Source: an optimization exercise on an open RTL-to-GDS flow (aim: small area). Production flows keep margins and buffers that such runs may drop.
In this exercise RTL edits were held to simulation tests only and were not proved equivalent to the original.
No activity file was given, so power comes from the tool's default toggle rates.

## lane 3
==> flow/design.v (excerpt) <==
module etcher (
    input  wire         clk,
    input  wire         rst,
    output wire [10:0]  pc_o,
    input  wire [31:0]  instr_i,
    input  wire [9:0]   lo_i,
    input  wire [9:0]   hi_i,
    input  wire         errhalt_i,
    input  wire         start_i,
    input  wire [9:0]   start_addr_i,
    input  wire         stop_i,
    input  wire [62:0]  ev_i,
    input  wire [23:0]  st_i,
    input  wire [239:0] ch_v_i,
    input  wire [9:0]   ch_new_i,
    input  wire [9:0]   ch_warm_i,
    input  wire         acc_smp_i,
    output wire         bus_req_o,
    output wire [1:0]   bus_op_o,
    output wire [15:0]  bus_addr_o,
    output wire [2:0]   bus_mb_o,
    output wire [2:0]   bus_len_o,
    output wire [63:0]  bus_data_o,
    input  wire         bus_ack_i,
    input  wire         bus_err_i,
    input  wire [15:0]  bus_rdata_i,
    output reg          level_o,
    output reg          pulse_o,
    output reg          kick_o,
    output wire         kick_stop_o,
    output wire [2:0]   kick_etch_o,
    output wire [9:0]   kick_addr_o,
    output reg  [1:0]   state_o,
    output reg          pend_o,
    output reg          stopping_o,
    output reg          halt_o,
    output reg          rej_o,
    output reg          err_o,
    output reg  [2:0]   err_code_o,
    output reg  [10:0]  err_pc_o,
    output wire [63:0]  cnt_o,
    output wire [24:0]  it0_o,
    output wire [24:0]  it1_o
);
Size: ~2200 cells after synthesis, ~310 flip-flops, about 690 I/O pins.
export LEC_CHECK = 0
export CAP_MARGIN = 20
export CORE_MARGIN = 2
export CORE_UTILIZATION = 40
export SLEW_MARGIN = 20
create_clock -name core_clock -period 20.0 [get_ports {clk}]
standard.sh (not shown) runs the stock make flow with config.mk's settings and CLKGATE_MAP_FILE= SYNTH_SCRIPT=/design/flow/synth_recipe.tcl, a recipe that flattens the netlist after the stock synthesis.
==> flow/flow/run.sh <==
#!/bin/bash
# Own layout flow: the standard ORFS flow (standard.sh) with three changes:
#  - synthesis maps the logic with an area-oriented ABC script (flow/synth.tcl,
#    flow/area.abc); registers are untouched;
#  - every input and output port is buffered with sky130_fd_sc_hd__buf_1;
#  - CTS uses no dummy loads.
# Each tool writes its full output to ORFS's logs under orfs/logs/; make's own
# output goes to flow_make.log in this folder.
set -euo pipefail
export OWN_ABC_SCRIPT="$PWD/flow/area.abc"
bash standard.sh \
  "SYNTH_SCRIPT=$PWD/flow/synth.tcl" \
  'BUFFER_PORTS_ARGS=-buffer_cell sky130_fd_sc_hd__buf_1' \
  'CTS_ARGS=-sink_clustering_enable -repair_clock_nets -dont_use_dummy_load -buf_list sky130_fd_sc_hd__clkbuf_4' \
  finish > flow_make.log 2>&1
==> flow/flow/area.abc <==
strash
balance
rewrite
refactor
balance
rewrite
rewrite -z
balance
refactor -z
rewrite -z
balance
dc2
dch -f
amap -m -F 3 -A 8
topo
==> flow/flow/synth.tcl <==
# The standard flow's synthesis script (synth_recipe.tcl) with one change: ABC maps the
# combinational logic with flow/area.abc (area-oriented) instead of ORFS's
# speed script. The registers come from dfflibmap before ABC runs, so their
# names, count and cell types are those of the standard synthesis.
proc synth {args} { yosys synth -nofsm -noshare {*}$args }
proc abc {args} {
  set i [lsearch -exact $args -script]
  if { $i >= 0 } {
    set args [lreplace $args [expr {$i + 1}] [expr {$i + 1}] $::env(OWN_ABC_SCRIPT)]
  }
  yosys abc {*}$args
}
source $::env(SCRIPTS_DIR)/synth.tcl
# left out here: clear keep_hierarchy, flatten, clean up, hide names made inside functions, write 1_2_yosys.v
## Diff of input files: lane 2 against lane 3
diff --git a/flow/design.v b/flow/design.v
--- a/flow/design.v
+++ b/flow/design.v
@@ -106,57 +106,53 @@
         input [15:0] a;
         integer k;
         reg b;
         begin
             b = 1'b1;
             for (k = 0; k < 16; k = k + 1) begin
                 dec16[k] = a[k] ^ b;
                 b = b & ~a[k];
             end
         end
     endfunction
     function [23:0] dec24;           
-        input [23:0] a;
+        input [23:0] a;              
         input        bi;
         integer k;
-        reg b;
         begin
-            b = bi;
-            for (k = 0; k < 24; k = k + 1) begin
-                dec24[k] = a[k] ^ b;
-                b = b & ~a[k];
-            end
+            for (k = 0; k < 24; k = k + 1)
+                dec24[k] = a[k] ^ (bi & ~(|(a & ((24'd1 << k) - 24'd1))));
         end
     endfunction
     function [9:0] inc10;            
         input [9:0] a;
         input       ci;
         integer k;
         reg c;
         begin
             c = ci;
             for (k = 0; k < 10; k = k + 1) begin
                 inc10[k] = a[k] ^ c;
                 c = c & a[k];
             end
         end
     endfunction
     function ge11;                   
         input [10:0] a, b;
         integer k;
         reg g;
         begin
             g = 1'b1;
             for (k = 0; k < 11; k = k + 1)
-                g = (a[k] & ~b[k]) | (~(a[k] ^ b[k]) & g);
+                g = (a[k] & ~b[k]) | ((a[k] | ~b[k]) & g);    
             ge11 = g;
         end
     endfunction
     wire [31:0] w = instr_i;
     wire [2:0]  cls = w[31:29];
     wire [2:0]  vr  = w[28:26];
     wire c_halt = (cls == 3'd0);
     wire c_wait = (cls == 3'd1);
     wire c_act  = (cls == 3'd2);
     wire c_br   = (cls == 3'd3);
     wire c_cnt  = (cls == 3'd4);
     wire c_load = (cls == 3'd5);
Results
Compared with lane 3, estimated wirelength of the detail-placed design in lane 2 decreased slightly.
| non-clock buffer count | lane 2 vs lane 3 | 0.75% higher |
In lane 2 the sequential cell fraction of total power turned out 0.3 points higher than in lane 3.
Going from lane 3 to lane 2, the share of the final layout cell area in sequential cells was found to have gone up by 0.67 points.
Between lane 2 and lane 3, the sequential cell count figures differ only marginally.
Of lane 2 and lane 3, the higher final worst-path cycle share belongs to lane 2.
Share of total power in the clock network in lane 2 is 0.5 points lower than in lane 3
Relative to lane 3, global router's overall resource usage has gone up in lane 2.
Re simple-gate share of the synthesized area: lane 2 is 2.3 points up on lane 3.
In the reports for lane 2 and lane 3, the larger tap cell count belongs to lane 3.
Comparing power density of the placed cells for lane 2 and lane 3, the smaller number came from lane 3.

-- afterwards: timing with drivers on the ports --
No port has a modelled driver above. Below, the same layouts with a new extraction and two added sets of constraints.
Step 1 sets driving cells, clkbuf_16 on the clock port and buf_2 on the other inputs (assumed; they add their load-dependent delay and slew).
Step 2, shift: input delay + t, output delay - t, t = (earliest + latest rising clock arrival at the registers) / 2. This alone moves slack from input paths to output paths.
Three values: ideal ports, drivers, drivers and shift; two values: the first two.
| run | t (ns) | setup WS [ns] | worst setup path after step 2 | clock arrival spread, ns | worst data-port slew with drivers (ns) |
|---|---|---|---|---|---|
| lane 3 | 0.855 | 2.090 / 2.121 / 1.266 | input to register | 0.124 / 0.124 | 0.18 |
| lane 2 | 0.843 | 1.410 / 1.409 / 0.566 | input to register | 0.100 / 0.100 | 0.10 |
After both steps setup and hold are still met in every run listed. For lane 2, which loses most, drivers alone change the setup slack by -0.001 ns; drivers and shift together by -0.844 ns.
